Context: an optimization exercise on an open-source flow, tuned for small area and a short achievable clock period. The choices shown serve that exercise and are no tape-out recipe. In this exercise RTL edits were held to simulation tests only and were not proved equivalent to the original.

## flow/standard.sh

```bash
#!/bin/bash
# synth_recipe.tcl (not shown) runs the flow's synth.tcl, then flattens the netlist and writes it again
# the make line also repeats each setting of config.mk as NAME=value (left out here)
make -C /OpenROAD-flow-scripts/flow DESIGN_CONFIG=/design/flow/config.mk WORK_HOME=/design/flow/orfs CLKGATE_MAP_FILE= SYNTH_SCRIPT=/design/flow/synth_recipe.tcl "${@:-finish}"
```

## flow/config.mk

```make
export PLATFORM = sky130hd
export DESIGN_NAME = int_divider
export DESIGN_NICKNAME = int_divider
export VERILOG_FILES = /design/flow/design.v
export SDC_FILE = /design/flow/constraint.sdc
export NUM_CORES = 4
export LEC_CHECK = 0
export CAP_MARGIN = 20
export CORE_MARGIN = 2
export CORE_UTILIZATION = 40
export SLEW_MARGIN = 20
export SYNTH_HIERARCHICAL = 1
```

## flow/flow/run.sh

```bash
#!/bin/bash
set -euo pipefail
bash standard.sh SETUP_SLACK_MARGIN=10 finish > make_finish.log 2>&1
```

## flow/constraint.sdc

```tcl
create_clock -name core_clock -period 18.0 [get_ports {clk}]
set_input_delay 3.6000 -clock core_clock [delete_from_list [all_inputs] [get_ports {clk}]]
set_output_delay 3.6000 -clock core_clock [all_outputs]
set_load 0.01 [all_outputs]
```

## flow/design.v

```verilog
module int_divider (
    input  wire        clk,
    input  wire        rst,
    input  wire        start,
    input  wire        op_signed,
    input  wire        op_rem,
    input  wire [63:0] a,
    input  wire [63:0] b,
    output reg         done,
    output wire [63:0] result,
    output wire        ovf,
    output wire        dz
);
    localparam [1:0] S_IDLE  = 2'd0;
    localparam [1:0] S_SETUP = 2'd1;
    localparam [1:0] S_ITER  = 2'd2;
    localparam [1:0] S_HOLD  = 2'd3;
    reg  [1:0]  state;
    reg  [63:0] rmd;       
    reg  [66:0] dvs;       
    reg         cin;       
    reg  [63:0] quo;       
    reg         sgn_r;
    reg         rem_r;
    reg         an_r;      
    reg         bn_r;      
    reg         ovf_r;
    reg         dz_r;
    reg  [6:0]  loa;       
    reg  [6:0]  lob;       
    reg         a_pow2;    
    reg         b_pow2;    
    reg  [4:0]  cnt;       
    reg         z0;        
    reg         first;     
    reg         cmp_r;     
    wire        setup = (state == S_SETUP);
    wire        fneg = rem_r ? an_r : (an_r ^ bn_r);
    wire [63:0] ng_x = (setup | rem_r) ? rmd : quo;
    wire        ng_s = setup ? an_r : fneg;
    wire [63:0] ng_y = (ng_x ^ {64{ng_s}}) + {63'd0, ng_s};
    assign result = ng_y;
    assign ovf    = ovf_r;
    assign dz     = dz_r;
    wire        a_neg_in  = op_signed & a[63];
    wire        b_neg_in  = op_signed & b[63];
    wire [63:0] ax_in     = a ^ {64{a_neg_in}};         
    wire [63:0] bx_in     = b ^ {64{~b_neg_in}};        
    wire        a_pow2_in = a_neg_in & ~|(~a[63:1] & a[62:0]);
    wire        b_pow2_in = b_neg_in & ~|(~b[63:1] & b[62:0]);
    reg  [6:0]  loa_in;
    reg  [6:0]  lob_in;
    integer     i;
    always @* begin
        loa_in = 7'd64;
        for (i = 0; i < 64; i = i + 1)
            if (ax_in[i]) loa_in = 7'd63 - i[6:0];
        lob_in = 7'd64;
        for (i = 0; i < 64; i = i + 1)
            if (!bx_in[i]) lob_in = 7'd63 - i[6:0];
    end
    wire [63:0] bx     = dvs[63:0];                  
    wire        bx_one = &bx;
    wire        b_zero = bx_one & ~bn_r;
    wire [7:0]  sdiff  = {1'b0, lob} - {1'b0, loa} + {7'd0, a_pow2} - {7'd0, b_pow2};
    wire        no_q   = b_zero | sdiff[7];         
    wire [5:0]  shamt  = sdiff[5:0];
    reg  [4:0]  m;                                   
    reg         md0;                                 
    integer     j;
    always @* begin
        m   = 5'd0;
        md0 = 1'b0;
        for (j = 0; j < 64; j = j + 1)
            if (shamt == j[5:0]) begin
                m   = j / 3;
                md0 = (j % 3) == 0;
            end
    end
    wire [66:0] bx2    = {3'b111, bx, {2{cin}}} ;   
    wire [66:0] sh3    = m[0] ? {bx2[63:0],  {3{cin}}}  : bx2;
    wire [66:0] sh6    = m[1] ? {sh3[60:0],  {6{cin}}}  : sh3;
    wire [66:0] sh12   = m[2] ? {sh6[54:0],  {12{cin}}} : sh6;
    wire [66:0] sh24   = m[3] ? {sh12[42:0], {24{cin}}} : sh12;
    wire [66:0] dvs0   = m[4] ? {sh24[18:0], {48{cin}}} : sh24;
    wire        min_by_m1 = sgn_r & (rmd == 64'h8000_0000_0000_0000) & bx_one & bn_r;
    wire [63:0] s0, s1, s2;
    wire        c0, c1, c2;
    wire [66:0] v0 = {1'b1, dvs[66:1]};
    wire [66:0] v1 = {1'b1, v0[66:1]};
    wire [66:0] v2 = {1'b1, v1[66:1]};
    div_add u_a0 (.x(rmd), .y(dvs[63:0]), .c(cin), .s(s0), .co(c0));
    wire        q0 = c0 & dvs[64] & dvs[65];
    wire [63:0] r0 = q0 ? s0 : rmd;
    div_add u_a1 (.x(r0), .y(v0[63:0]), .c(cin), .s(s1), .co(c1));
    wire        q1 = c1 & v0[64];
    wire [63:0] r1 = q1 ? s1 : r0;
    div_add u_a2 (.x(r1), .y(v1[63:0]), .c(cin), .s(s2), .co(c2));
    wire        q2 = c2;
    wire [63:0] r2 = q2 ? s2 : r1;
    wire        bit_s = first ? q2 : cmp_r;          
    always @(posedge clk) begin
        if (rst) begin
            state <= S_IDLE;
            done  <= 1'b0;
        end else begin
            done <= 1'b0;
            case (state)
                S_IDLE: begin
                    if (start) begin
                        rmd    <= a;
                        dvs    <= {3'b111, bx_in};
                        cin    <= ~b_neg_in;
                        an_r   <= a_neg_in;
                        bn_r   <= b_neg_in;
                        loa    <= loa_in;
                        lob    <= lob_in;
                        a_pow2 <= a_pow2_in;
                        b_pow2 <= b_pow2_in;
                        sgn_r  <= op_signed;
                        rem_r  <= op_rem;
                        state  <= S_SETUP;
                    end
                end
                S_SETUP: begin
                    rmd   <= ng_y;
                    dvs   <= dvs0;
                    quo   <= 64'd0;
                    dz_r  <= b_zero;
                    ovf_r <= ~rem_r & min_by_m1;
                    first <= 1'b1;
                    z0    <= md0;
                    cnt   <= m + 5'd1;
                    state <= no_q ? S_HOLD : S_ITER;
                end
                S_ITER: begin
                    rmd   <= r2;
                    dvs   <= v2;
                    quo   <= {quo[60:0], q0, q1, q2};
                    first <= 1'b0;
                    if (first) cmp_r <= q2;
                    cnt   <= cnt - 5'd1;
                    if (cnt == 5'd1) begin
                        if (z0 & ~bit_s) begin
                            done  <= 1'b1;
                            state <= S_IDLE;
                        end else begin
                            state <= S_HOLD;
                        end
                    end
                end
                default: begin   
                    done  <= 1'b1;
                    state <= S_IDLE;
                end
            endcase
        end
    end
endmodule
module div_aoi (input a, input b, input c, output y); assign y = ~(a | (b & c)); endmodule
module div_oai (input a, input b, input c, output y); assign y = ~(a & (b | c)); endmodule
module div_nand (input a, input b, output y); assign y = ~(a & b); endmodule
module div_nor (input a, input b, output y); assign y = ~(a | b); endmodule
module div_inv (input a, output y); assign y = ~a; endmodule
module div_xnor (input a, input b, output y); assign y = ~(a ^ b); endmodule
module div_cmaj (input a, input b, input c, output y); assign y = ~((a & b) | (a & c) | (b & c)); endmodule
module div_add (input [63:0] x, input [63:0] y, input c, output [63:0] s, output co);
  wire [63:0] gn0;
  wire [63:0] pn0;
  div_cmaj ug0 (.a(x[0]), .b(y[0]), .c(c), .y(gn0[0]));
  div_xnor up0 (.a(x[0]), .b(y[0]), .y(pn0[0]));
  div_nand ug1 (.a(x[1]), .b(y[1]), .y(gn0[1]));
  div_xnor up1 (.a(x[1]), .b(y[1]), .y(pn0[1]));
  div_nand ug2 (.a(x[2]), .b(y[2]), .y(gn0[2]));
  div_xnor up2 (.a(x[2]), .b(y[2]), .y(pn0[2]));
  div_nand ug3 (.a(x[3]), .b(y[3]), .y(gn0[3]));
  div_xnor up3 (.a(x[3]), .b(y[3]), .y(pn0[3]));
  div_nand ug4 (.a(x[4]), .b(y[4]), .y(gn0[4]));
  div_xnor up4 (.a(x[4]), .b(y[4]), .y(pn0[4]));
  div_nand ug5 (.a(x[5]), .b(y[5]), .y(gn0[5]));
  div_xnor up5 (.a(x[5]), .b(y[5]), .y(pn0[5]));
  div_nand ug6 (.a(x[6]), .b(y[6]), .y(gn0[6]));
  div_xnor up6 (.a(x[6]), .b(y[6]), .y(pn0[6]));
  div_nand ug7 (.a(x[7]), .b(y[7]), .y(gn0[7]));
  div_xnor up7 (.a(x[7]), .b(y[7]), .y(pn0[7]));
  div_nand ug8 (.a(x[8]), .b(y[8]), .y(gn0[8]));
  div_xnor up8 (.a(x[8]), .b(y[8]), .y(pn0[8]));
  div_nand ug9 (.a(x[9]), .b(y[9]), .y(gn0[9]));
  div_xnor up9 (.a(x[9]), .b(y[9]), .y(pn0[9]));
  div_nand ug10 (.a(x[10]), .b(y[10]), .y(gn0[10]));
  div_xnor up10 (.a(x[10]), .b(y[10]), .y(pn0[10]));
  div_nand ug11 (.a(x[11]), .b(y[11]), .y(gn0[11]));
  div_xnor up11 (.a(x[11]), .b(y[11]), .y(pn0[11]));
  div_nand ug12 (.a(x[12]), .b(y[12]), .y(gn0[12]));
  div_xnor up12 (.a(x[12]), .b(y[12]), .y(pn0[12]));
  div_nand ug13 (.a(x[13]), .b(y[13]), .y(gn0[13]));
  div_xnor up13 (.a(x[13]), .b(y[13]), .y(pn0[13]));
  div_nand ug14 (.a(x[14]), .b(y[14]), .y(gn0[14]));
  div_xnor up14 (.a(x[14]), .b(y[14]), .y(pn0[14]));
  div_nand ug15 (.a(x[15]), .b(y[15]), .y(gn0[15]));
  div_xnor up15 (.a(x[15]), .b(y[15]), .y(pn0[15]));
  div_nand ug16 (.a(x[16]), .b(y[16]), .y(gn0[16]));
  div_xnor up16 (.a(x[16]), .b(y[16]), .y(pn0[16]));
  div_nand ug17 (.a(x[17]), .b(y[17]), .y(gn0[17]));
  div_xnor up17 (.a(x[17]), .b(y[17]), .y(pn0[17]));
  div_nand ug18 (.a(x[18]), .b(y[18]), .y(gn0[18]));
  div_xnor up18 (.a(x[18]), .b(y[18]), .y(pn0[18]));
  div_nand ug19 (.a(x[19]), .b(y[19]), .y(gn0[19]));
  div_xnor up19 (.a(x[19]), .b(y[19]), .y(pn0[19]));
  div_nand ug20 (.a(x[20]), .b(y[20]), .y(gn0[20]));
  div_xnor up20 (.a(x[20]), .b(y[20]), .y(pn0[20]));
  div_nand ug21 (.a(x[21]), .b(y[21]), .y(gn0[21]));
  div_xnor up21 (.a(x[21]), .b(y[21]), .y(pn0[21]));
  div_nand ug22 (.a(x[22]), .b(y[22]), .y(gn0[22]));
  div_xnor up22 (.a(x[22]), .b(y[22]), .y(pn0[22]));
  div_nand ug23 (.a(x[23]), .b(y[23]), .y(gn0[23]));
  div_xnor up23 (.a(x[23]), .b(y[23]), .y(pn0[23]));
  div_nand ug24 (.a(x[24]), .b(y[24]), .y(gn0[24]));
  div_xnor up24 (.a(x[24]), .b(y[24]), .y(pn0[24]));
  div_nand ug25 (.a(x[25]), .b(y[25]), .y(gn0[25]));
  div_xnor up25 (.a(x[25]), .b(y[25]), .y(pn0[25]));
  div_nand ug26 (.a(x[26]), .b(y[26]), .y(gn0[26]));
  div_xnor up26 (.a(x[26]), .b(y[26]), .y(pn0[26]));
  div_nand ug27 (.a(x[27]), .b(y[27]), .y(gn0[27]));
  div_xnor up27 (.a(x[27]), .b(y[27]), .y(pn0[27]));
  div_nand ug28 (.a(x[28]), .b(y[28]), .y(gn0[28]));
  div_xnor up28 (.a(x[28]), .b(y[28]), .y(pn0[28]));
  div_nand ug29 (.a(x[29]), .b(y[29]), .y(gn0[29]));
  div_xnor up29 (.a(x[29]), .b(y[29]), .y(pn0[29]));
  div_nand ug30 (.a(x[30]), .b(y[30]), .y(gn0[30]));
  div_xnor up30 (.a(x[30]), .b(y[30]), .y(pn0[30]));
  div_nand ug31 (.a(x[31]), .b(y[31]), .y(gn0[31]));
  div_xnor up31 (.a(x[31]), .b(y[31]), .y(pn0[31]));
  div_nand ug32 (.a(x[32]), .b(y[32]), .y(gn0[32]));
  div_xnor up32 (.a(x[32]), .b(y[32]), .y(pn0[32]));
  div_nand ug33 (.a(x[33]), .b(y[33]), .y(gn0[33]));
  div_xnor up33 (.a(x[33]), .b(y[33]), .y(pn0[33]));
  div_nand ug34 (.a(x[34]), .b(y[34]), .y(gn0[34]));
  div_xnor up34 (.a(x[34]), .b(y[34]), .y(pn0[34]));
  div_nand ug35 (.a(x[35]), .b(y[35]), .y(gn0[35]));
  div_xnor up35 (.a(x[35]), .b(y[35]), .y(pn0[35]));
  div_nand ug36 (.a(x[36]), .b(y[36]), .y(gn0[36]));
  div_xnor up36 (.a(x[36]), .b(y[36]), .y(pn0[36]));
  div_nand ug37 (.a(x[37]), .b(y[37]), .y(gn0[37]));
  div_xnor up37 (.a(x[37]), .b(y[37]), .y(pn0[37]));
  div_nand ug38 (.a(x[38]), .b(y[38]), .y(gn0[38]));
  div_xnor up38 (.a(x[38]), .b(y[38]), .y(pn0[38]));
  div_nand ug39 (.a(x[39]), .b(y[39]), .y(gn0[39]));
  div_xnor up39 (.a(x[39]), .b(y[39]), .y(pn0[39]));
  div_nand ug40 (.a(x[40]), .b(y[40]), .y(gn0[40]));
  div_xnor up40 (.a(x[40]), .b(y[40]), .y(pn0[40]));
  div_nand ug41 (.a(x[41]), .b(y[41]), .y(gn0[41]));
  div_xnor up41 (.a(x[41]), .b(y[41]), .y(pn0[41]));
  div_nand ug42 (.a(x[42]), .b(y[42]), .y(gn0[42]));
  div_xnor up42 (.a(x[42]), .b(y[42]), .y(pn0[42]));
  div_nand ug43 (.a(x[43]), .b(y[43]), .y(gn0[43]));
  div_xnor up43 (.a(x[43]), .b(y[43]), .y(pn0[43]));
  div_nand ug44 (.a(x[44]), .b(y[44]), .y(gn0[44]));
  div_xnor up44 (.a(x[44]), .b(y[44]), .y(pn0[44]));
  div_nand ug45 (.a(x[45]), .b(y[45]), .y(gn0[45]));
  div_xnor up45 (.a(x[45]), .b(y[45]), .y(pn0[45]));
  div_nand ug46 (.a(x[46]), .b(y[46]), .y(gn0[46]));
  div_xnor up46 (.a(x[46]), .b(y[46]), .y(pn0[46]));
  div_nand ug47 (.a(x[47]), .b(y[47]), .y(gn0[47]));
  div_xnor up47 (.a(x[47]), .b(y[47]), .y(pn0[47]));
  div_nand ug48 (.a(x[48]), .b(y[48]), .y(gn0[48]));
  div_xnor up48 (.a(x[48]), .b(y[48]), .y(pn0[48]));
  div_nand ug49 (.a(x[49]), .b(y[49]), .y(gn0[49]));
  div_xnor up49 (.a(x[49]), .b(y[49]), .y(pn0[49]));
  div_nand ug50 (.a(x[50]), .b(y[50]), .y(gn0[50]));
  div_xnor up50 (.a(x[50]), .b(y[50]), .y(pn0[50]));
  div_nand ug51 (.a(x[51]), .b(y[51]), .y(gn0[51]));
  div_xnor up51 (.a(x[51]), .b(y[51]), .y(pn0[51]));
  div_nand ug52 (.a(x[52]), .b(y[52]), .y(gn0[52]));
  div_xnor up52 (.a(x[52]), .b(y[52]), .y(pn0[52]));
  div_nand ug53 (.a(x[53]), .b(y[53]), .y(gn0[53]));
  div_xnor up53 (.a(x[53]), .b(y[53]), .y(pn0[53]));
  div_nand ug54 (.a(x[54]), .b(y[54]), .y(gn0[54]));
  div_xnor up54 (.a(x[54]), .b(y[54]), .y(pn0[54]));
  div_nand ug55 (.a(x[55]), .b(y[55]), .y(gn0[55]));
  div_xnor up55 (.a(x[55]), .b(y[55]), .y(pn0[55]));
  div_nand ug56 (.a(x[56]), .b(y[56]), .y(gn0[56]));
  div_xnor up56 (.a(x[56]), .b(y[56]), .y(pn0[56]));
  div_nand ug57 (.a(x[57]), .b(y[57]), .y(gn0[57]));
  div_xnor up57 (.a(x[57]), .b(y[57]), .y(pn0[57]));
  div_nand ug58 (.a(x[58]), .b(y[58]), .y(gn0[58]));
  div_xnor up58 (.a(x[58]), .b(y[58]), .y(pn0[58]));
  div_nand ug59 (.a(x[59]), .b(y[59]), .y(gn0[59]));
  div_xnor up59 (.a(x[59]), .b(y[59]), .y(pn0[59]));
  div_nand ug60 (.a(x[60]), .b(y[60]), .y(gn0[60]));
  div_xnor up60 (.a(x[60]), .b(y[60]), .y(pn0[60]));
  div_nand ug61 (.a(x[61]), .b(y[61]), .y(gn0[61]));
  div_xnor up61 (.a(x[61]), .b(y[61]), .y(pn0[61]));
  div_nand ug62 (.a(x[62]), .b(y[62]), .y(gn0[62]));
  div_xnor up62 (.a(x[62]), .b(y[62]), .y(pn0[62]));
  div_nand ug63 (.a(x[63]), .b(y[63]), .y(gn0[63]));
  div_xnor up63 (.a(x[63]), .b(y[63]), .y(pn0[63]));
  wire G1; div_oai uG1 (.a(gn0[1]), .b(pn0[1]), .c(gn0[0]), .y(G1));
  wire G2; div_oai uG2 (.a(gn0[3]), .b(pn0[3]), .c(gn0[2]), .y(G2));
  wire P3; div_nor uP3 (.a(pn0[3]), .b(pn0[2]), .y(P3));
  wire G4; div_oai uG4 (.a(gn0[5]), .b(pn0[5]), .c(gn0[4]), .y(G4));
  wire P5; div_nor uP5 (.a(pn0[5]), .b(pn0[4]), .y(P5));
  wire G6; div_oai uG6 (.a(gn0[7]), .b(pn0[7]), .c(gn0[6]), .y(G6));
  wire P7; div_nor uP7 (.a(pn0[7]), .b(pn0[6]), .y(P7));
  wire G8; div_oai uG8 (.a(gn0[9]), .b(pn0[9]), .c(gn0[8]), .y(G8));
  wire P9; div_nor uP9 (.a(pn0[9]), .b(pn0[8]), .y(P9));
  wire G10; div_oai uG10 (.a(gn0[11]), .b(pn0[11]), .c(gn0[10]), .y(G10));
  wire P11; div_nor uP11 (.a(pn0[11]), .b(pn0[10]), .y(P11));
  wire G12; div_oai uG12 (.a(gn0[13]), .b(pn0[13]), .c(gn0[12]), .y(G12));
  wire P13; div_nor uP13 (.a(pn0[13]), .b(pn0[12]), .y(P13));
  wire G14; div_oai uG14 (.a(gn0[15]), .b(pn0[15]), .c(gn0[14]), .y(G14));
  wire P15; div_nor uP15 (.a(pn0[15]), .b(pn0[14]), .y(P15));
  wire G16; div_oai uG16 (.a(gn0[17]), .b(pn0[17]), .c(gn0[16]), .y(G16));
  wire P17; div_nor uP17 (.a(pn0[17]), .b(pn0[16]), .y(P17));
  wire G18; div_oai uG18 (.a(gn0[19]), .b(pn0[19]), .c(gn0[18]), .y(G18));
  wire P19; div_nor uP19 (.a(pn0[19]), .b(pn0[18]), .y(P19));
  wire G20; div_oai uG20 (.a(gn0[21]), .b(pn0[21]), .c(gn0[20]), .y(G20));
  wire P21; div_nor uP21 (.a(pn0[21]), .b(pn0[20]), .y(P21));
  wire G22; div_oai uG22 (.a(gn0[23]), .b(pn0[23]), .c(gn0[22]), .y(G22));
  wire P23; div_nor uP23 (.a(pn0[23]), .b(pn0[22]), .y(P23));
  wire G24; div_oai uG24 (.a(gn0[25]), .b(pn0[25]), .c(gn0[24]), .y(G24));
  wire P25; div_nor uP25 (.a(pn0[25]), .b(pn0[24]), .y(P25));
  wire G26; div_oai uG26 (.a(gn0[27]), .b(pn0[27]), .c(gn0[26]), .y(G26));
  wire P27; div_nor uP27 (.a(pn0[27]), .b(pn0[26]), .y(P27));
  wire G28; div_oai uG28 (.a(gn0[29]), .b(pn0[29]), .c(gn0[28]), .y(G28));
  wire P29; div_nor uP29 (.a(pn0[29]), .b(pn0[28]), .y(P29));
  wire G30; div_oai uG30 (.a(gn0[31]), .b(pn0[31]), .c(gn0[30]), .y(G30));
  wire P31; div_nor uP31 (.a(pn0[31]), .b(pn0[30]), .y(P31));
  wire G32; div_oai uG32 (.a(gn0[33]), .b(pn0[33]), .c(gn0[32]), .y(G32));
  wire P33; div_nor uP33 (.a(pn0[33]), .b(pn0[32]), .y(P33));
  wire G34; div_oai uG34 (.a(gn0[35]), .b(pn0[35]), .c(gn0[34]), .y(G34));
  wire P35; div_nor uP35 (.a(pn0[35]), .b(pn0[34]), .y(P35));
  wire G36; div_oai uG36 (.a(gn0[37]), .b(pn0[37]), .c(gn0[36]), .y(G36));
  wire P37; div_nor uP37 (.a(pn0[37]), .b(pn0[36]), .y(P37));
  wire G38; div_oai uG38 (.a(gn0[39]), .b(pn0[39]), .c(gn0[38]), .y(G38));
  wire P39; div_nor uP39 (.a(pn0[39]), .b(pn0[38]), .y(P39));
  wire G40; div_oai uG40 (.a(gn0[41]), .b(pn0[41]), .c(gn0[40]), .y(G40));
  wire P41; div_nor uP41 (.a(pn0[41]), .b(pn0[40]), .y(P41));
  wire G42; div_oai uG42 (.a(gn0[43]), .b(pn0[43]), .c(gn0[42]), .y(G42));
  wire P43; div_nor uP43 (.a(pn0[43]), .b(pn0[42]), .y(P43));
  wire G44; div_oai uG44 (.a(gn0[45]), .b(pn0[45]), .c(gn0[44]), .y(G44));
  wire P45; div_nor uP45 (.a(pn0[45]), .b(pn0[44]), .y(P45));
  wire G46; div_oai uG46 (.a(gn0[47]), .b(pn0[47]), .c(gn0[46]), .y(G46));
  wire P47; div_nor uP47 (.a(pn0[47]), .b(pn0[46]), .y(P47));
  wire G48; div_oai uG48 (.a(gn0[49]), .b(pn0[49]), .c(gn0[48]), .y(G48));
  wire P49; div_nor uP49 (.a(pn0[49]), .b(pn0[48]), .y(P49));
  wire G50; div_oai uG50 (.a(gn0[51]), .b(pn0[51]), .c(gn0[50]), .y(G50));
  wire P51; div_nor uP51 (.a(pn0[51]), .b(pn0[50]), .y(P51));
  wire G52; div_oai uG52 (.a(gn0[53]), .b(pn0[53]), .c(gn0[52]), .y(G52));
  wire P53; div_nor uP53 (.a(pn0[53]), .b(pn0[52]), .y(P53));
  wire G54; div_oai uG54 (.a(gn0[55]), .b(pn0[55]), .c(gn0[54]), .y(G54));
  wire P55; div_nor uP55 (.a(pn0[55]), .b(pn0[54]), .y(P55));
  wire G56; div_oai uG56 (.a(gn0[57]), .b(pn0[57]), .c(gn0[56]), .y(G56));
  wire P57; div_nor uP57 (.a(pn0[57]), .b(pn0[56]), .y(P57));
  wire G58; div_oai uG58 (.a(gn0[59]), .b(pn0[59]), .c(gn0[58]), .y(G58));
  wire P59; div_nor uP59 (.a(pn0[59]), .b(pn0[58]), .y(P59));
  wire G60; div_oai uG60 (.a(gn0[61]), .b(pn0[61]), .c(gn0[60]), .y(G60));
  wire P61; div_nor uP61 (.a(pn0[61]), .b(pn0[60]), .y(P61));
  wire G62; div_oai uG62 (.a(gn0[63]), .b(pn0[63]), .c(gn0[62]), .y(G62));
  wire P63; div_nor uP63 (.a(pn0[63]), .b(pn0[62]), .y(P63));
  wire G64; div_aoi uG64 (.a(G2), .b(P3), .c(G1), .y(G64));
  wire G65; div_aoi uG65 (.a(G4), .b(P5), .c(G2), .y(G65));
  wire P66; div_nand uP66 (.a(P5), .b(P3), .y(P66));
  wire G67; div_aoi uG67 (.a(G6), .b(P7), .c(G4), .y(G67));
  wire P68; div_nand uP68 (.a(P7), .b(P5), .y(P68));
  wire G69; div_aoi uG69 (.a(G8), .b(P9), .c(G6), .y(G69));
  wire P70; div_nand uP70 (.a(P9), .b(P7), .y(P70));
  wire G71; div_aoi uG71 (.a(G10), .b(P11), .c(G8), .y(G71));
  wire P72; div_nand uP72 (.a(P11), .b(P9), .y(P72));
  wire G73; div_aoi uG73 (.a(G12), .b(P13), .c(G10), .y(G73));
  wire P74; div_nand uP74 (.a(P13), .b(P11), .y(P74));
  wire G75; div_aoi uG75 (.a(G14), .b(P15), .c(G12), .y(G75));
  wire P76; div_nand uP76 (.a(P15), .b(P13), .y(P76));
  wire G77; div_aoi uG77 (.a(G16), .b(P17), .c(G14), .y(G77));
  wire P78; div_nand uP78 (.a(P17), .b(P15), .y(P78));
  wire G79; div_aoi uG79 (.a(G18), .b(P19), .c(G16), .y(G79));
  wire P80; div_nand uP80 (.a(P19), .b(P17), .y(P80));
  wire G81; div_aoi uG81 (.a(G20), .b(P21), .c(G18), .y(G81));
  wire P82; div_nand uP82 (.a(P21), .b(P19), .y(P82));
  wire G83; div_aoi uG83 (.a(G22), .b(P23), .c(G20), .y(G83));
  wire P84; div_nand uP84 (.a(P23), .b(P21), .y(P84));
  wire G85; div_aoi uG85 (.a(G24), .b(P25), .c(G22), .y(G85));
  wire P86; div_nand uP86 (.a(P25), .b(P23), .y(P86));
  wire G87; div_aoi uG87 (.a(G26), .b(P27), .c(G24), .y(G87));
  wire P88; div_nand uP88 (.a(P27), .b(P25), .y(P88));
  wire G89; div_aoi uG89 (.a(G28), .b(P29), .c(G26), .y(G89));
  wire P90; div_nand uP90 (.a(P29), .b(P27), .y(P90));
  wire G91; div_aoi uG91 (.a(G30), .b(P31), .c(G28), .y(G91));
  wire P92; div_nand uP92 (.a(P31), .b(P29), .y(P92));
  wire G93; div_aoi uG93 (.a(G32), .b(P33), .c(G30), .y(G93));
  wire P94; div_nand uP94 (.a(P33), .b(P31), .y(P94));
  wire G95; div_aoi uG95 (.a(G34), .b(P35), .c(G32), .y(G95));
  wire P96; div_nand uP96 (.a(P35), .b(P33), .y(P96));
  wire G97; div_aoi uG97 (.a(G36), .b(P37), .c(G34), .y(G97));
  wire P98; div_nand uP98 (.a(P37), .b(P35), .y(P98));
  wire G99; div_aoi uG99 (.a(G38), .b(P39), .c(G36), .y(G99));
  wire P100; div_nand uP100 (.a(P39), .b(P37), .y(P100));
  wire G101; div_aoi uG101 (.a(G40), .b(P41), .c(G38), .y(G101));
  wire P102; div_nand uP102 (.a(P41), .b(P39), .y(P102));
  wire G103; div_aoi uG103 (.a(G42), .b(P43), .c(G40), .y(G103));
  wire P104; div_nand uP104 (.a(P43), .b(P41), .y(P104));
  wire G105; div_aoi uG105 (.a(G44), .b(P45), .c(G42), .y(G105));
  wire P106; div_nand uP106 (.a(P45), .b(P43), .y(P106));
  wire G107; div_aoi uG107 (.a(G46), .b(P47), .c(G44), .y(G107));
  wire P108; div_nand uP108 (.a(P47), .b(P45), .y(P108));
  wire G109; div_aoi uG109 (.a(G48), .b(P49), .c(G46), .y(G109));
  wire P110; div_nand uP110 (.a(P49), .b(P47), .y(P110));
  wire G111; div_aoi uG111 (.a(G50), .b(P51), .c(G48), .y(G111));
  wire P112; div_nand uP112 (.a(P51), .b(P49), .y(P112));
  wire G113; div_aoi uG113 (.a(G52), .b(P53), .c(G50), .y(G113));
  wire P114; div_nand uP114 (.a(P53), .b(P51), .y(P114));
  wire G115; div_aoi uG115 (.a(G54), .b(P55), .c(G52), .y(G115));
  wire P116; div_nand uP116 (.a(P55), .b(P53), .y(P116));
  wire G117; div_aoi uG117 (.a(G56), .b(P57), .c(G54), .y(G117));
  wire P118; div_nand uP118 (.a(P57), .b(P55), .y(P118));
  wire G119; div_aoi uG119 (.a(G58), .b(P59), .c(G56), .y(G119));
  wire P120; div_nand uP120 (.a(P59), .b(P57), .y(P120));
  wire G121; div_aoi uG121 (.a(G60), .b(P61), .c(G58), .y(G121));
  wire P122; div_nand uP122 (.a(P61), .b(P59), .y(P122));
  wire G123; div_aoi uG123 (.a(G62), .b(P63), .c(G60), .y(G123));
  wire P124; div_nand uP124 (.a(P63), .b(P61), .y(P124));
  wire I125; div_inv uI125 (.a(G1), .y(I125));
  wire G126; div_oai uG126 (.a(G65), .b(P66), .c(I125), .y(G126));
  wire G127; div_oai uG127 (.a(G67), .b(P68), .c(G64), .y(G127));
  wire G128; div_oai uG128 (.a(G69), .b(P70), .c(G65), .y(G128));
  wire P129; div_nor uP129 (.a(P70), .b(P66), .y(P129));
  wire G130; div_oai uG130 (.a(G71), .b(P72), .c(G67), .y(G130));
  wire P131; div_nor uP131 (.a(P72), .b(P68), .y(P131));
  wire G132; div_oai uG132 (.a(G73), .b(P74), .c(G69), .y(G132));
  wire P133; div_nor uP133 (.a(P74), .b(P70), .y(P133));
  wire G134; div_oai uG134 (.a(G75), .b(P76), .c(G71), .y(G134));
  wire P135; div_nor uP135 (.a(P76), .b(P72), .y(P135));
  wire G136; div_oai uG136 (.a(G77), .b(P78), .c(G73), .y(G136));
  wire P137; div_nor uP137 (.a(P78), .b(P74), .y(P137));
  wire G138; div_oai uG138 (.a(G79), .b(P80), .c(G75), .y(G138));
  wire P139; div_nor uP139 (.a(P80), .b(P76), .y(P139));
  wire G140; div_oai uG140 (.a(G81), .b(P82), .c(G77), .y(G140));
  wire P141; div_nor uP141 (.a(P82), .b(P78), .y(P141));
  wire G142; div_oai uG142 (.a(G83), .b(P84), .c(G79), .y(G142));
  wire P143; div_nor uP143 (.a(P84), .b(P80), .y(P143));
  wire G144; div_oai uG144 (.a(G85), .b(P86), .c(G81), .y(G144));
  wire P145; div_nor uP145 (.a(P86), .b(P82), .y(P145));
  wire G146; div_oai uG146 (.a(G87), .b(P88), .c(G83), .y(G146));
  wire P147; div_nor uP147 (.a(P88), .b(P84), .y(P147));
  wire G148; div_oai uG148 (.a(G89), .b(P90), .c(G85), .y(G148));
  wire P149; div_nor uP149 (.a(P90), .b(P86), .y(P149));
  wire G150; div_oai uG150 (.a(G91), .b(P92), .c(G87), .y(G150));
  wire P151; div_nor uP151 (.a(P92), .b(P88), .y(P151));
  wire G152; div_oai uG152 (.a(G93), .b(P94), .c(G89), .y(G152));
  wire P153; div_nor uP153 (.a(P94), .b(P90), .y(P153));
  wire G154; div_oai uG154 (.a(G95), .b(P96), .c(G91), .y(G154));
  wire P155; div_nor uP155 (.a(P96), .b(P92), .y(P155));
  wire G156; div_oai uG156 (.a(G97), .b(P98), .c(G93), .y(G156));
  wire P157; div_nor uP157 (.a(P98), .b(P94), .y(P157));
  wire G158; div_oai uG158 (.a(G99), .b(P100), .c(G95), .y(G158));
  wire P159; div_nor uP159 (.a(P100), .b(P96), .y(P159));
  wire G160; div_oai uG160 (.a(G101), .b(P102), .c(G97), .y(G160));
  wire P161; div_nor uP161 (.a(P102), .b(P98), .y(P161));
  wire G162; div_oai uG162 (.a(G103), .b(P104), .c(G99), .y(G162));
  wire P163; div_nor uP163 (.a(P104), .b(P100), .y(P163));
  wire G164; div_oai uG164 (.a(G105), .b(P106), .c(G101), .y(G164));
  wire P165; div_nor uP165 (.a(P106), .b(P102), .y(P165));
  wire G166; div_oai uG166 (.a(G107), .b(P108), .c(G103), .y(G166));
  wire P167; div_nor uP167 (.a(P108), .b(P104), .y(P167));
  wire G168; div_oai uG168 (.a(G109), .b(P110), .c(G105), .y(G168));
  wire P169; div_nor uP169 (.a(P110), .b(P106), .y(P169));
  wire G170; div_oai uG170 (.a(G111), .b(P112), .c(G107), .y(G170));
  wire P171; div_nor uP171 (.a(P112), .b(P108), .y(P171));
  wire G172; div_oai uG172 (.a(G113), .b(P114), .c(G109), .y(G172));
  wire P173; div_nor uP173 (.a(P114), .b(P110), .y(P173));
  wire G174; div_oai uG174 (.a(G115), .b(P116), .c(G111), .y(G174));
  wire P175; div_nor uP175 (.a(P116), .b(P112), .y(P175));
  wire G176; div_oai uG176 (.a(G117), .b(P118), .c(G113), .y(G176));
  wire P177; div_nor uP177 (.a(P118), .b(P114), .y(P177));
  wire G178; div_oai uG178 (.a(G119), .b(P120), .c(G115), .y(G178));
  wire P179; div_nor uP179 (.a(P120), .b(P116), .y(P179));
  wire G180; div_oai uG180 (.a(G121), .b(P122), .c(G117), .y(G180));
  wire P181; div_nor uP181 (.a(P122), .b(P118), .y(P181));
  wire G182; div_oai uG182 (.a(G123), .b(P124), .c(G119), .y(G182));
  wire P183; div_nor uP183 (.a(P124), .b(P120), .y(P183));
  wire G184; div_aoi uG184 (.a(G128), .b(P129), .c(G1), .y(G184));
  wire I185; div_inv uI185 (.a(G64), .y(I185));
  wire G186; div_aoi uG186 (.a(G130), .b(P131), .c(I185), .y(G186));
  wire G187; div_aoi uG187 (.a(G132), .b(P133), .c(G126), .y(G187));
  wire G188; div_aoi uG188 (.a(G134), .b(P135), .c(G127), .y(G188));
  wire G189; div_aoi uG189 (.a(G136), .b(P137), .c(G128), .y(G189));
  wire P190; div_nand uP190 (.a(P137), .b(P129), .y(P190));
  wire G191; div_aoi uG191 (.a(G138), .b(P139), .c(G130), .y(G191));
  wire P192; div_nand uP192 (.a(P139), .b(P131), .y(P192));
  wire G193; div_aoi uG193 (.a(G140), .b(P141), .c(G132), .y(G193));
  wire P194; div_nand uP194 (.a(P141), .b(P133), .y(P194));
  wire G195; div_aoi uG195 (.a(G142), .b(P143), .c(G134), .y(G195));
  wire P196; div_nand uP196 (.a(P143), .b(P135), .y(P196));
  wire G197; div_aoi uG197 (.a(G144), .b(P145), .c(G136), .y(G197));
  wire P198; div_nand uP198 (.a(P145), .b(P137), .y(P198));
  wire G199; div_aoi uG199 (.a(G146), .b(P147), .c(G138), .y(G199));
  wire P200; div_nand uP200 (.a(P147), .b(P139), .y(P200));
  wire G201; div_aoi uG201 (.a(G148), .b(P149), .c(G140), .y(G201));
  wire P202; div_nand uP202 (.a(P149), .b(P141), .y(P202));
  wire G203; div_aoi uG203 (.a(G150), .b(P151), .c(G142), .y(G203));
  wire P204; div_nand uP204 (.a(P151), .b(P143), .y(P204));
  wire G205; div_aoi uG205 (.a(G152), .b(P153), .c(G144), .y(G205));
  wire P206; div_nand uP206 (.a(P153), .b(P145), .y(P206));
  wire G207; div_aoi uG207 (.a(G154), .b(P155), .c(G146), .y(G207));
  wire P208; div_nand uP208 (.a(P155), .b(P147), .y(P208));
  wire G209; div_aoi uG209 (.a(G156), .b(P157), .c(G148), .y(G209));
  wire P210; div_nand uP210 (.a(P157), .b(P149), .y(P210));
  wire G211; div_aoi uG211 (.a(G158), .b(P159), .c(G150), .y(G211));
  wire P212; div_nand uP212 (.a(P159), .b(P151), .y(P212));
  wire G213; div_aoi uG213 (.a(G160), .b(P161), .c(G152), .y(G213));
  wire P214; div_nand uP214 (.a(P161), .b(P153), .y(P214));
  wire G215; div_aoi uG215 (.a(G162), .b(P163), .c(G154), .y(G215));
  wire P216; div_nand uP216 (.a(P163), .b(P155), .y(P216));
  wire G217; div_aoi uG217 (.a(G164), .b(P165), .c(G156), .y(G217));
  wire P218; div_nand uP218 (.a(P165), .b(P157), .y(P218));
  wire G219; div_aoi uG219 (.a(G166), .b(P167), .c(G158), .y(G219));
  wire P220; div_nand uP220 (.a(P167), .b(P159), .y(P220));
  wire G221; div_aoi uG221 (.a(G168), .b(P169), .c(G160), .y(G221));
  wire P222; div_nand uP222 (.a(P169), .b(P161), .y(P222));
  wire G223; div_aoi uG223 (.a(G170), .b(P171), .c(G162), .y(G223));
  wire P224; div_nand uP224 (.a(P171), .b(P163), .y(P224));
  wire G225; div_aoi uG225 (.a(G172), .b(P173), .c(G164), .y(G225));
  wire P226; div_nand uP226 (.a(P173), .b(P165), .y(P226));
  wire G227; div_aoi uG227 (.a(G174), .b(P175), .c(G166), .y(G227));
  wire P228; div_nand uP228 (.a(P175), .b(P167), .y(P228));
  wire G229; div_aoi uG229 (.a(G176), .b(P177), .c(G168), .y(G229));
  wire P230; div_nand uP230 (.a(P177), .b(P169), .y(P230));
  wire G231; div_aoi uG231 (.a(G178), .b(P179), .c(G170), .y(G231));
  wire P232; div_nand uP232 (.a(P179), .b(P171), .y(P232));
  wire G233; div_aoi uG233 (.a(G180), .b(P181), .c(G172), .y(G233));
  wire P234; div_nand uP234 (.a(P181), .b(P173), .y(P234));
  wire G235; div_aoi uG235 (.a(G182), .b(P183), .c(G174), .y(G235));
  wire P236; div_nand uP236 (.a(P183), .b(P175), .y(P236));
  wire I237; div_inv uI237 (.a(G1), .y(I237));
  wire G238; div_oai uG238 (.a(G189), .b(P190), .c(I237), .y(G238));
  wire G239; div_oai uG239 (.a(G191), .b(P192), .c(G64), .y(G239));
  wire I240; div_inv uI240 (.a(G126), .y(I240));
  wire G241; div_oai uG241 (.a(G193), .b(P194), .c(I240), .y(G241));
  wire I242; div_inv uI242 (.a(G127), .y(I242));
  wire G243; div_oai uG243 (.a(G195), .b(P196), .c(I242), .y(G243));
  wire G244; div_oai uG244 (.a(G197), .b(P198), .c(G184), .y(G244));
  wire G245; div_oai uG245 (.a(G199), .b(P200), .c(G186), .y(G245));
  wire G246; div_oai uG246 (.a(G201), .b(P202), .c(G187), .y(G246));
  wire G247; div_oai uG247 (.a(G203), .b(P204), .c(G188), .y(G247));
  wire G248; div_oai uG248 (.a(G205), .b(P206), .c(G189), .y(G248));
  wire P249; div_nor uP249 (.a(P206), .b(P190), .y(P249));
  wire G250; div_oai uG250 (.a(G207), .b(P208), .c(G191), .y(G250));
  wire P251; div_nor uP251 (.a(P208), .b(P192), .y(P251));
  wire G252; div_oai uG252 (.a(G209), .b(P210), .c(G193), .y(G252));
  wire P253; div_nor uP253 (.a(P210), .b(P194), .y(P253));
  wire G254; div_oai uG254 (.a(G211), .b(P212), .c(G195), .y(G254));
  wire P255; div_nor uP255 (.a(P212), .b(P196), .y(P255));
  wire G256; div_oai uG256 (.a(G213), .b(P214), .c(G197), .y(G256));
  wire P257; div_nor uP257 (.a(P214), .b(P198), .y(P257));
  wire G258; div_oai uG258 (.a(G215), .b(P216), .c(G199), .y(G258));
  wire P259; div_nor uP259 (.a(P216), .b(P200), .y(P259));
  wire G260; div_oai uG260 (.a(G217), .b(P218), .c(G201), .y(G260));
  wire P261; div_nor uP261 (.a(P218), .b(P202), .y(P261));
  wire G262; div_oai uG262 (.a(G219), .b(P220), .c(G203), .y(G262));
  wire P263; div_nor uP263 (.a(P220), .b(P204), .y(P263));
  wire G264; div_oai uG264 (.a(G221), .b(P222), .c(G205), .y(G264));
  wire P265; div_nor uP265 (.a(P222), .b(P206), .y(P265));
  wire G266; div_oai uG266 (.a(G223), .b(P224), .c(G207), .y(G266));
  wire P267; div_nor uP267 (.a(P224), .b(P208), .y(P267));
  wire G268; div_oai uG268 (.a(G225), .b(P226), .c(G209), .y(G268));
  wire P269; div_nor uP269 (.a(P226), .b(P210), .y(P269));
  wire G270; div_oai uG270 (.a(G227), .b(P228), .c(G211), .y(G270));
  wire P271; div_nor uP271 (.a(P228), .b(P212), .y(P271));
  wire G272; div_oai uG272 (.a(G229), .b(P230), .c(G213), .y(G272));
  wire P273; div_nor uP273 (.a(P230), .b(P214), .y(P273));
  wire G274; div_oai uG274 (.a(G231), .b(P232), .c(G215), .y(G274));
  wire P275; div_nor uP275 (.a(P232), .b(P216), .y(P275));
  wire G276; div_oai uG276 (.a(G233), .b(P234), .c(G217), .y(G276));
  wire P277; div_nor uP277 (.a(P234), .b(P218), .y(P277));
  wire G278; div_oai uG278 (.a(G235), .b(P236), .c(G219), .y(G278));
  wire P279; div_nor uP279 (.a(P236), .b(P220), .y(P279));
  wire G280; div_aoi uG280 (.a(G248), .b(P249), .c(G1), .y(G280));
  wire I281; div_inv uI281 (.a(G64), .y(I281));
  wire G282; div_aoi uG282 (.a(G250), .b(P251), .c(I281), .y(G282));
  wire G283; div_aoi uG283 (.a(G252), .b(P253), .c(G126), .y(G283));
  wire G284; div_aoi uG284 (.a(G254), .b(P255), .c(G127), .y(G284));
  wire I285; div_inv uI285 (.a(G184), .y(I285));
  wire G286; div_aoi uG286 (.a(G256), .b(P257), .c(I285), .y(G286));
  wire I287; div_inv uI287 (.a(G186), .y(I287));
  wire G288; div_aoi uG288 (.a(G258), .b(P259), .c(I287), .y(G288));
  wire I289; div_inv uI289 (.a(G187), .y(I289));
  wire G290; div_aoi uG290 (.a(G260), .b(P261), .c(I289), .y(G290));
  wire I291; div_inv uI291 (.a(G188), .y(I291));
  wire G292; div_aoi uG292 (.a(G262), .b(P263), .c(I291), .y(G292));
  wire G293; div_aoi uG293 (.a(G264), .b(P265), .c(G238), .y(G293));
  wire G294; div_aoi uG294 (.a(G266), .b(P267), .c(G239), .y(G294));
  wire G295; div_aoi uG295 (.a(G268), .b(P269), .c(G241), .y(G295));
  wire G296; div_aoi uG296 (.a(G270), .b(P271), .c(G243), .y(G296));
  wire G297; div_aoi uG297 (.a(G272), .b(P273), .c(G244), .y(G297));
  wire G298; div_aoi uG298 (.a(G274), .b(P275), .c(G245), .y(G298));
  wire G299; div_aoi uG299 (.a(G276), .b(P277), .c(G246), .y(G299));
  wire G300; div_aoi uG300 (.a(G278), .b(P279), .c(G247), .y(G300));
  wire I301; div_inv uI301 (.a(G1), .y(I301));
  wire G302; div_oai uG302 (.a(gn0[2]), .b(pn0[2]), .c(I301), .y(G302));
  wire G303; div_oai uG303 (.a(gn0[4]), .b(pn0[4]), .c(G64), .y(G303));
  wire I304; div_inv uI304 (.a(G126), .y(I304));
  wire G305; div_oai uG305 (.a(gn0[6]), .b(pn0[6]), .c(I304), .y(G305));
  wire I306; div_inv uI306 (.a(G127), .y(I306));
  wire G307; div_oai uG307 (.a(gn0[8]), .b(pn0[8]), .c(I306), .y(G307));
  wire G308; div_oai uG308 (.a(gn0[10]), .b(pn0[10]), .c(G184), .y(G308));
  wire G309; div_oai uG309 (.a(gn0[12]), .b(pn0[12]), .c(G186), .y(G309));
  wire G310; div_oai uG310 (.a(gn0[14]), .b(pn0[14]), .c(G187), .y(G310));
  wire G311; div_oai uG311 (.a(gn0[16]), .b(pn0[16]), .c(G188), .y(G311));
  wire I312; div_inv uI312 (.a(G238), .y(I312));
  wire G313; div_oai uG313 (.a(gn0[18]), .b(pn0[18]), .c(I312), .y(G313));
  wire I314; div_inv uI314 (.a(G239), .y(I314));
  wire G315; div_oai uG315 (.a(gn0[20]), .b(pn0[20]), .c(I314), .y(G315));
  wire I316; div_inv uI316 (.a(G241), .y(I316));
  wire G317; div_oai uG317 (.a(gn0[22]), .b(pn0[22]), .c(I316), .y(G317));
  wire I318; div_inv uI318 (.a(G243), .y(I318));
  wire G319; div_oai uG319 (.a(gn0[24]), .b(pn0[24]), .c(I318), .y(G319));
  wire I320; div_inv uI320 (.a(G244), .y(I320));
  wire G321; div_oai uG321 (.a(gn0[26]), .b(pn0[26]), .c(I320), .y(G321));
  wire I322; div_inv uI322 (.a(G245), .y(I322));
  wire G323; div_oai uG323 (.a(gn0[28]), .b(pn0[28]), .c(I322), .y(G323));
  wire I324; div_inv uI324 (.a(G246), .y(I324));
  wire G325; div_oai uG325 (.a(gn0[30]), .b(pn0[30]), .c(I324), .y(G325));
  wire I326; div_inv uI326 (.a(G247), .y(I326));
  wire G327; div_oai uG327 (.a(gn0[32]), .b(pn0[32]), .c(I326), .y(G327));
  wire G328; div_oai uG328 (.a(gn0[34]), .b(pn0[34]), .c(G280), .y(G328));
  wire G329; div_oai uG329 (.a(gn0[36]), .b(pn0[36]), .c(G282), .y(G329));
  wire G330; div_oai uG330 (.a(gn0[38]), .b(pn0[38]), .c(G283), .y(G330));
  wire G331; div_oai uG331 (.a(gn0[40]), .b(pn0[40]), .c(G284), .y(G331));
  wire G332; div_oai uG332 (.a(gn0[42]), .b(pn0[42]), .c(G286), .y(G332));
  wire G333; div_oai uG333 (.a(gn0[44]), .b(pn0[44]), .c(G288), .y(G333));
  wire G334; div_oai uG334 (.a(gn0[46]), .b(pn0[46]), .c(G290), .y(G334));
  wire G335; div_oai uG335 (.a(gn0[48]), .b(pn0[48]), .c(G292), .y(G335));
  wire G336; div_oai uG336 (.a(gn0[50]), .b(pn0[50]), .c(G293), .y(G336));
  wire G337; div_oai uG337 (.a(gn0[52]), .b(pn0[52]), .c(G294), .y(G337));
  wire G338; div_oai uG338 (.a(gn0[54]), .b(pn0[54]), .c(G295), .y(G338));
  wire G339; div_oai uG339 (.a(gn0[56]), .b(pn0[56]), .c(G296), .y(G339));
  wire G340; div_oai uG340 (.a(gn0[58]), .b(pn0[58]), .c(G297), .y(G340));
  wire G341; div_oai uG341 (.a(gn0[60]), .b(pn0[60]), .c(G298), .y(G341));
  wire G342; div_oai uG342 (.a(gn0[62]), .b(pn0[62]), .c(G299), .y(G342));
  assign s = ~pn0 ^ {G342, ~G299, G341, ~G298, G340, ~G297, G339, ~G296, G338, ~G295, G337, ~G294, G336, ~G293, G335, ~G292, G334, ~G290, G333, ~G288, G332, ~G286, G331, ~G284, G330, ~G283, G329, ~G282, G328, ~G280, G327, G247, G325, G246, G323, G245, G321, G244, G319, G243, G317, G241, G315, G239, G313, G238, G311, ~G188, G310, ~G187, G309, ~G186, G308, ~G184, G307, G127, G305, G126, G303, ~G64, G302, G1, ~gn0[0], c};
  assign co = ~G300;
endmodule
```

==> key figures, run 1 <==
Cells and area
  • Fin nets: 5,219
  • Layout cells sized above 1: 19.26%
  • Post-route cell area: 0.04265 sq mm
  • Layout Cells excl Fill: 6,241
  • Fillers: 8,612
  • Area delta synth->final: 22.89%
  • Layout Utilization: 49.39%

Timing
  • Final Hold Viols: 0
  • Finish-stage setup viols: 0
  • Worst slew pin tran: 1.125 ns
  • Fmax: 124.0 MHz
  • Worst hold slack: 0.5560 ns
  • Worst slew margin: 25.01%
  • Fin worst setup slack: 9.936 ns
  • Setup TNS: 0 ns
  • Clk_skew: 0.02405 ns
  • Final min period: 8.064 ns
  • Period utilization: 44.80%
  • Fin. max-slew vios: 0
  • RSZ-0062 raised after global routing: yes

Yosys
  • Xor/xnor share of the synthesized area: 15.26%
  • Distinct cells, synth: 100
  • Share of the synthesized area in the top cell type: 19.55%
  • Synth Area in Compound Gates: 28.44%
  • Post-Syn Area per Cell: 7.185 sq um
  • Mux cell area share after synthesis: 7.852%
  • Post-synth EDFFs: 226
  • Post-Syn Area: 0.03471 sq mm
  • Top cells by area, synth: edfxtp_1 20%, xnor2_1 13%, nand2_1 6.9%, mux2i_1 6.7%, a21oi_2 5.7%
  • #FFs+latches synth: 229
  • Area leader, netlist: edfxtp_1
  • Adder-Cell Fraction of Synth Area: 1.038%
  • Simple-gate portion of the synthesized area: 21.96%
  • Ys Warns: 7
  • Async SR Flop Fraction: 0%
  • Post-Syn Instances: 4,830
  • Sequential fraction of the synthesis area: 19.73%
  • Largest family of logic cells by synthesized area: compound AO/OA/AOI/OAI gates
  • Ys flop type: edfxtp_1
  • Syn nets: 4,990

Die
  • I/O pin total: 200
  • Die area: 0.08914 sq mm
  • Die height: 298.6 um
  • Row Count: 108
  • Area of the core: 0.08635 sq mm
  • Die boundary width: 298.6 um
  • Starting Density: 40.19%

Min path
  • Hold Crit Class: reg -> reg
  • Hold path startpoint: state[1]
  • WHS Path Cells: 2
  • Hold Path Sink: state[1]

Clocking
  • CTS Sinks: 229
  • Clock Tree Root: clkbuf_16
  • CTS tree: done
  • Clk Latency, worst-skew pair: 0.64 ns
  • Clock transition at the registers of the reported paths: 0.06 ns
  • Hold_buf cts: 0
  • Num CTS Buffers: 31
  • Max clock buf depth: 3
  • H-tree Lvls: 1

Flow run
  • Max cap viols: 0

Drt
  • DRT iter0 DRCs: 5,832
  • Vias: 40,760
  • Wl on met1: 70,820 um
  • DR WL/cell: 29.84 um
  • Metal3 WL: 24,260 um
  • Antenna Violating Nets Remaining: 0
  • Metal2 WL: 78,520 um
  • Routed WL: 186,200 um
  • DRT Pass-1 Iters: 9
  • DR vias/cell: 6.531
  • Residual DRC: 0
  • Top sig layer: met5

Run status
  • Status: complete, no violations

Worst setup path
  • CP Data Required Time: 14.40 ns
  • Worst Path Arrival: 4.46 ns
  • R2R setup slack: 10.08 ns
  • Reg-to-reg startpoint: rmd[52]
  • R2R depth: 35
  • Critical Path Sink Type: output port
  • Crit start category: register
  • WS Path Type: reg -> out
  • CP Launch Point: state[1]
  • Crit-path max FO: 15
  • R2R Path End: rmd[37]

Global route
  • Largest net degree at the start of global routing: 96
  • Initial antenna violation count: 10
  • Vias in the first global route: 37,050
  • Grt ovf: 0
  • Total GRT Usage: 39.23%
  • First-pass GRT wire length: 258,300 um

Place
  • RePlAce Congestion: 1.055
  • Port Buf Inserts: 199
  • Post-placement cell count: 6,013
  • Hpwl dp: 138,900 um
  • Dpl ws: 6.514 ns
  • Placed inst area: 0.03788 sq mm
==> per-layer routing <==
| layer | global-route usage, % | up-vias |
|---|---|---|
| met2 | 59.30 | 2766 |
| li1 | - | 17882 |
| met4 | 20.70 | 12 |
| met3 | 12.90 | 616 |
| met1 | 49.52 | 19484 |
| met5 | 0.1587 | - |
==> cell usage after synthesis (all sizes together), types with 38 or more instances <==
master / n
nand2: 642
o21ai: 538
a21oi: 522
xnor2: 514
nor2: 510
mux2i: 239
edfxtp: 226
inv: 222
clkbuf: 181
nand3: 98
nor3: 97
xor2: 90
buf: 86
and2: 83
nand4: 56
nor4: 53
a31oi: 50
nand2b: 47
a22oi: 45
a211oi: 38
o221ai: 38
==> critical path: stages, from the launching register on <==
cell	delay (ns)
dfxtp_4	0.37
inv_2	0.07
ha_4	0.18
buf_12	0.14
buf_16	0.16
nor3b_4	0.18
buf_6	0.15
xnor2_4	0.15
buf_4	0.17
buf_12	0.15
mux2i_2	0.29
o2111ai_1	0.24
and4b_2	0.44
nand4_4	0.20
buf_4	0.22
o31ai_4	0.27
xnor2_2	0.17
clkdlybuf4s15_2	0.27
==> modules after synthesis, one instance, submodules excluded <==
module       cell area [sq um]  copies in the design  cells inside
div_nor                  3.754                   225             1
int_divider              25170                     1          3222
div_nand                 3.754                   351             1
div_xnor                 8.758                   192             1
div_aoi                  8.758                   225             1
div_add                  564.3                     3            65
div_inv                  3.754                    63             1
div_oai                  5.005                   351             1
div_cmaj                 12.51                     3             2
==> cells by family after synthesis <==
group | Yosys count
xor gates and xnor gates | 604
buffers and inverters | 492
DFF | 229
muxes | 262
adders and majority gates | 27
and+or+nand+nor | 1696
AOI/OAI and AO/OA | 1520
==> sequential cells by signal (all words and copies together) (netlist names), 2 cells and up <==
signal  cells
quo        64
dvs        67
lob         7
state       2
loa         7
cnt         5
rmd        64
==> worst max path at each step <==
stage / end / cells past startpoint / slack, ns
after floorplan: result[54] / 22 / 10.00
after global placement: state[0] / 39 / 6.84
after detailed placement: state[0] / 39 / 6.51
after CTS: result[61] / 14 / 9.87
after global routing: result[59] / 17 / 9.89
final: result[59] / 17 / 9.94
==> area by class of cell <==
class                           count  area, sq um  area share (%)
Antenna cell                        2        5.005         0.01173
Clock buffer                       37        818.3           1.919
Clock inverter                     21        203.9          0.4782
Inverter                          225        859.6           2.015
Multi-Input combinational cell   4112        28130           65.96
Sequential cell                   229         6852           16.06
Tap cell                         1155         1445           3.388
Timing Repair Buffer              459         4330           10.15
Timing Repair inverter              1        5.005         0.01173
==> cell usage in the layout (no fill, tap or decap), types with 96 or more instances in the layout <==
cell             instances
a21oi_1                255
a21oi_2                251
buf_4                  228
clkdlybuf4s50_1        157
edfxtp_1               226
inv_1                  214
mux2i_1                189
nand2_1                638
nand3_1                 96
nor2_1                 432
o21ai_0                172
o21ai_1                320
xnor2_1                416
xnor2_2                 97
==> timing repair <==
item | 4_1_cts | 5_1_grt
setup endpoints to repair | 127 | 120
setup buffers | 96 | 57
hold endpoints to repair | 0 | 0
resized for setup | 271 | 265
pin swaps | 32 | 25
gates cloned | 7 | 7
==> inputs of run 2 (changes only) <==
--- a/flow/design.v
+++ b/flow/design.v
@@ -97,7 +97,16 @@
     wire [63:0] r1 = q1 ? s1 : r0;
     div_add u_a2 (.x(r1), .y(v1[63:0]), .c(cin), .s(s2), .co(c2));
     wire        q2 = c2;
-    wire [63:0] r2 = q2 ? s2 : r1;
+    wire        iter  = (state == S_ITER);
+    wire [63:0] rmd_e = iter ? r1 : (setup ? ng_y : a);
+    wire        take2 = iter & q2;
+    wire [63:0] rmd_d;
+    genvar      gi;
+    generate
+        for (gi = 0; gi < 64; gi = gi + 1) begin : g_rmux
+            div_mux2 u_m (.s(take2), .a(s2[gi]), .b(rmd_e[gi]), .y(rmd_d[gi]));
+        end
+    endgenerate
     wire        bit_s = first ? q2 : cmp_r;          
     always @(posedge clk) begin
         if (rst) begin
@@ -108,7 +117,7 @@
             case (state)
                 S_IDLE: begin
                     if (start) begin
-                        rmd    <= a;
+                        rmd    <= rmd_d;
                         dvs    <= {3'b111, bx_in};
                         cin    <= ~b_neg_in;
                         an_r   <= a_neg_in;
@@ -123,7 +132,7 @@
                     end
                 end
                 S_SETUP: begin
-                    rmd   <= ng_y;
+                    rmd   <= rmd_d;
                     dvs   <= dvs0;
                     quo   <= 64'd0;
                     dz_r  <= b_zero;
@@ -134,7 +143,7 @@
                     state <= no_q ? S_HOLD : S_ITER;
                 end
                 S_ITER: begin
-                    rmd   <= r2;
+                    rmd   <= rmd_d;
                     dvs   <= v2;
                     quo   <= {quo[60:0], q0, q1, q2};
                     first <= 1'b0;
@@ -157,6 +166,7 @@
         end
     end
 endmodule
+module div_mux2 (input s, input a, input b, output y); assign y = s ? a : b; endmodule
 module div_aoi (input a, input b, input c, output y); assign y = ~(a | (b & c)); endmodule
 module div_oai (input a, input b, input c, output y); assign y = ~(a & (b | c)); endmodule
 module div_nand (input a, input b, output y); assign y = ~(a & b); endmodule
==> run 2 against run 1 <==
  * Synthesized cell count down 1.9%
  * Via count about the same
  * Clock skew up 0.017 ns
  * Still clean on timing, DRC and antenna
  * Largest cell class unchanged
==> key figures, run 2 <==
Yosys
  • Post-Syn Instances: 4,740 (was 4,830)
  • Area leader, netlist: edfxtp_1 (unchanged)
  • Post-synth top cells: 631 x nand2_1, 494 x xnor2_1, 409 x nor2_1 (was 642 x nand2_1, 513 x xnor2_1, 509 x nor2_1)
  • #FFs+latches synth: 229 (unchanged)
  • Most frequent cell after synthesis: nand2_1 (unchanged)
  • Sequential fraction of the synthesis area: 19.56% (was 19.73%)
  • Ys flop type: edfxtp_1 (unchanged)
  • Async SR Flop Fraction: 0% (unchanged)
  • Post-Syn Area: 0.03501 sq mm (was 0.03471 sq mm)
  • Post-Syn Area per Cell: 7.386 sq um (was 7.185 sq um)
  • Share of the synthesized area in the top cell type: 19.39% (was 19.55%)
  • Distinct cells, synth: 97 (was 100)
  • Post-synth EDFFs: 226 (unchanged)
  • Syn nets: 4,900 (was 4,990)
  • Ys Warns: 7 (unchanged)
  • Top cells by area, synth: edfxtp_1 19%, xnor2_1 12%, nand2_1 6.8%, a21oi_2 5.6%, o21ai_1 5.1% (was edfxtp_1 20%, xnor2_1 13%, nand2_1 6.9%, mux2i_1 6.7%, a21oi_2 5.7%)

Clocking
  • Clock Tree Root: clkbuf_16 (unchanged)
  • Num CTS Buffers: 35 (was 31)
  • Clock transition at the registers of the reported paths: 0.06 ns (about the same)
  • Clk Latency, worst-skew pair: 0.60 ns (was 0.64 ns)
  • Max clock buf depth: 3 (unchanged)
  • Hold_buf cts: 0 (unchanged)
  • CTS Sinks: 229 (unchanged)
  • CTS tree: done (unchanged)
  • H-tree Lvls: 2 (was 1)

Timing
  • Clk_skew: 0.04149 ns (was 0.02405 ns)
  • Finish-stage setup viols: 0 (unchanged)
  • Setup TNS: 0 ns (unchanged)
  • Fin. max-slew vios: 0 (unchanged)
  • Final min period: 8.031 ns (was 8.064 ns)
  • Worst hold slack: 0.5477 ns (was 0.5560 ns)
  • Period utilization: 44.62% (was 44.80%)
  • Final Hold Viols: 0 (unchanged)
  • Worst slew margin: 13.57% (was 25.01%)
  • RSZ-0062 raised after global routing: yes (unchanged)
  • Fmax: 124.5 MHz (was 124.0 MHz)
  • Worst slew pin tran: 1.260 ns (was 1.125 ns)

Cells and area
  • Top reg by flops: dvs (unchanged)
  • Fin nets: 5,148 (was 5,219)
  • Biggest registers after layout: dvs (67), quo (64), rmd (64) (unchanged)
  • Commonest non-fill, non-tap cells in the layout: 627 x nand2_1, 401 x xnor2_1, 341 x nor2_1 (was 638 x nand2_1, 432 x nor2_1, 416 x xnor2_1)
  • Fillers: 8,748 (was 8,612)
  • Layout cells sized above 1: 21.65% (was 19.26%)
  • Area delta synth->final: 22.37% (was 22.89%)
  • Largest register FFs: 67 (unchanged)
  • Post-route cell area: 0.04284 sq mm (was 0.04265 sq mm)
  • Commonest non-fill, non-tap cell in the layout: nand2_1 (unchanged)

Drt
  • Antenna Violating Nets Remaining: 0 (unchanged)
  • DRT iter0 DRCs: 5,366 (was 5,832)
  • DR WL/cell: 32.31 um (was 29.84 um)
  • Routed WL: 199,500 um (was 186,200 um)
  • DRT Pass-1 Iters: 6 (was 9)
  • Residual DRC: 0 (unchanged)
  • Vias: 40,767 (was 40,760)
  • DR vias/cell: 6.601 (was 6.531)

Global route
  • Vias in the first global route: 37,162 (was 37,050)
  • Initial antenna violation count: 16 (was 10)
  • First-pass GRT wire length: 274,100 um (was 258,300 um)
  • Total GRT Usage: 42.41% (was 39.23%)
  • Largest net degree at the start of global routing: 85 (was 96)
  • Grt ovf: 0 (unchanged)

Die
  • Starting Density: 40.35% (was 40.19%)
  • Die height: 299.8 um (was 298.6 um)
  • Area of the core: 0.08675 sq mm (was 0.08635 sq mm)
  • Row Count: 108 (unchanged)
  • Die area: 0.08990 sq mm (was 0.08914 sq mm)
  • I/O pin total: 200 (unchanged)
  • Die boundary width: 299.8 um (was 298.6 um)

Min path
  • Hold Path Sink: state[1] (unchanged)
  • Hold Crit Class: reg -> reg (unchanged)
  • WHS Path Cells: 2 (unchanged)
  • Hold path startpoint: state[1] (unchanged)

Worst setup path
  • Slowest stage delay, CP: 0.50 ns (was 0.44 ns)
  • CP max-delay cell: or4_1 (was and4b_2)
  • Reg-to-reg startpoint: rmd[32] (was rmd[52])
  • WS Path Type: reg -> out (unchanged)
  • CP Data Required Time: 14.40 ns (about the same)
  • R2R depth: 36 (was 35)
  • Crit-path max FO: 13 (was 15)
  • Critical Path Sink Type: output port (unchanged)
  • R2R Path End: state[0] (was rmd[37])
  • R2R setup slack: 10.11 ns (was 10.08 ns)
  • CP bufs+invs: 7 (was 8)
  • Critical Path, Cell by Cell: inv_2 -> ha_4 -> buf_16 -> nor2_4 -> buf_12 -> buf_6 -> mux2i_4 -> xnor2_2 -> nand4_1 -> buf_4 -> nor3_4 -> buf_4 -> nand2_2 -> or4_1 -> and3_2 -> xnor2_1 -> clkdlybuf4s15_2 (was inv_2 -> ha_4 -> buf_12 -> buf_16 -> nor3b_4 -> buf_6 -> xnor2_4 -> buf_4 -> buf_12 -> mux2i_2 -> o2111ai_1 -> and4b_2 -> nand4_4 -> buf_4 -> o31ai_4 -> xnor2_2 -> clkdlybuf4s15_2)
  • Crit start category: register (unchanged)
  • Worst Path Arrival: 4.43 ns (was 4.46 ns)
  • Delay-heaviest family, CP: simple AND/OR/NAND/NOR gates (was buffers and inverters)
  • Most used cell, CP: buf_4

Place
  • Port Buf Inserts: 199 (unchanged)
  • Hpwl dp: 146,900 um (was 138,900 um)
  • RePlAce Congestion: 1.116 (was 1.055)
  • Placed inst area: 0.03823 sq mm (was 0.03788 sq mm)

Flow run
  • Max cap viols: 0 (unchanged)

Run status
  • Status: complete, no violations (unchanged)
run 2: changes by cell type after synthesis, sizes merged, moves of 20 or more:
cell	previous run	this run
mux2	20	195
mux2i	239	121
clkbuf	181	201
o21ai	538	590
nand2b	47	18
and3	35	67
a21oi	522	398
a221o	25	3
nand3	98	188
nor2	510	410
inv	222	150
run 2: worst reg2reg max path: cells and delay by family, from the launching register on:
family / cells / cell delay, ns
XOR/XNOR: 3 / 0.72
buffers and inverters: 3 / 0.54
AO/OA/AOI/OAI: 23 / 4.25
AND/OR/NAND/NOR: 4 / 0.68
flip-flops: 1 / 0.58
multiplexers: 3 / 1.01
run 2: cell families after synthesis:
family          synth area share (%)
compound gates                 26.57
buf+inv                        4.889
fa+ha+maj                      1.029
mux                            10.55
xor+xnor                       14.81
simple gates                   22.60
flops                          19.56
run 2: layout make-up:
type / count / area [sq um] / area share [%]
Multi-Input combinational cell: 4088 / 28250 / 65.94
Sequential cell: 229 / 6850 / 15.99
Timing Repair Buffer: 483 / 4551 / 10.62
Tap cell: 1155 / 1445 / 3.373
Clock buffer: 38 / 887.1 / 2.071
Inverter: 151 / 568.0 / 1.326
Clock inverter: 22 / 265.3 / 0.6192
Antenna cell: 10 / 25.02 / 0.05841
run 2: worst max-delay path by stage:
stage | start | slack (ns) | cells after the start | end
6_report | state[1] | 9.97 | 17 | result[56]
5_1_grt | dvs[14] | 9.89 | 36 | state[0]
4_1_cts | state[1] | 9.87 | 15 | result[63]
3_5_place_dp | cin | 6.44 | 35 | rmd[54]
3_3_place_gp | cin | 6.85 | 35 | rmd[47]
2_1_floorplan | cin | 10.02 | 36 | rmd[0]
run 2: repair_timing:
item                                    in CTS  in global routing
endpoints found under the setup margin     127                108
gates cloned                                10                  2
pin swaps                                   39                 34
buffers inserted                           112                 57
gates resized for setup                    212                189
run 2: through the flow:
| stage | cells | setup WS, ns | util [%] |
|---|---|---|---|
| after CTS | 6104 | 9.868 | 47.68 |
| after global placement | 5922 | 6.850 | 44.07 |
| after detailed placement | 5922 | 6.438 | 44.07 |
| after floorplan | 4740 | 10.02 | - |
| after global routing | 6166 | 9.888 | 49.35 |
| final | 6176 | 9.969 | 49.38 |
run 2: routing by layer:
metal  global-route usage [%]  up-vias  share of wire, %
met5                   0.8995        -             0.086
met4                    33.00       10               9.6
met3                    13.35      844                11
met2                    65.26     2804                43
met1                    48.89    19356                36
li1                         -    17753                 -
run 2: per-module statistics from Yosys (local to each module, per instance):
module / cells / flip-flops and latches
div_add: 65 / 0
div_nand: 1 / 0
div_cmaj: 2 / 0
div_xnor: 1 / 0
div_nor: 1 / 0
int_divider: 3068 / 229
div_inv: 1 / 0
div_oai: 1 / 0
div_mux2: 1 / 0
div_aoi: 1 / 0

## what the ideal ports hide
No port has a modelled driver above. Below, the same layouts with a new extraction and two added sets of constraints. Step 1: set_driving_cell puts a clkbuf_16 on clk and a buf_2 on each other input, an assumption about the parent block. Step 2 times the ports against the registers' clock, not the clock port: input delays grow and output delays shrink by t, the midpoint of the rising clock arrivals with the driver on. Slacks: no drivers / after step 1 / after step 2; pairs: no drivers / after step 1.
run | shift t [ns] | slack for setup (ns) | latest minus earliest clock arrival (ns)
run 1 | 0.700 | 9.936 / 9.865 / 10.012 | 0.024 / 0.025
run 2 | 0.650 | 9.969 / 9.899 / 9.500 | 0.042 / 0.042
After both steps setup and hold are still met in every run listed. The setup slack of run 2, which loses most, moves by -0.070 ns with the drivers and by -0.469 ns with both steps.
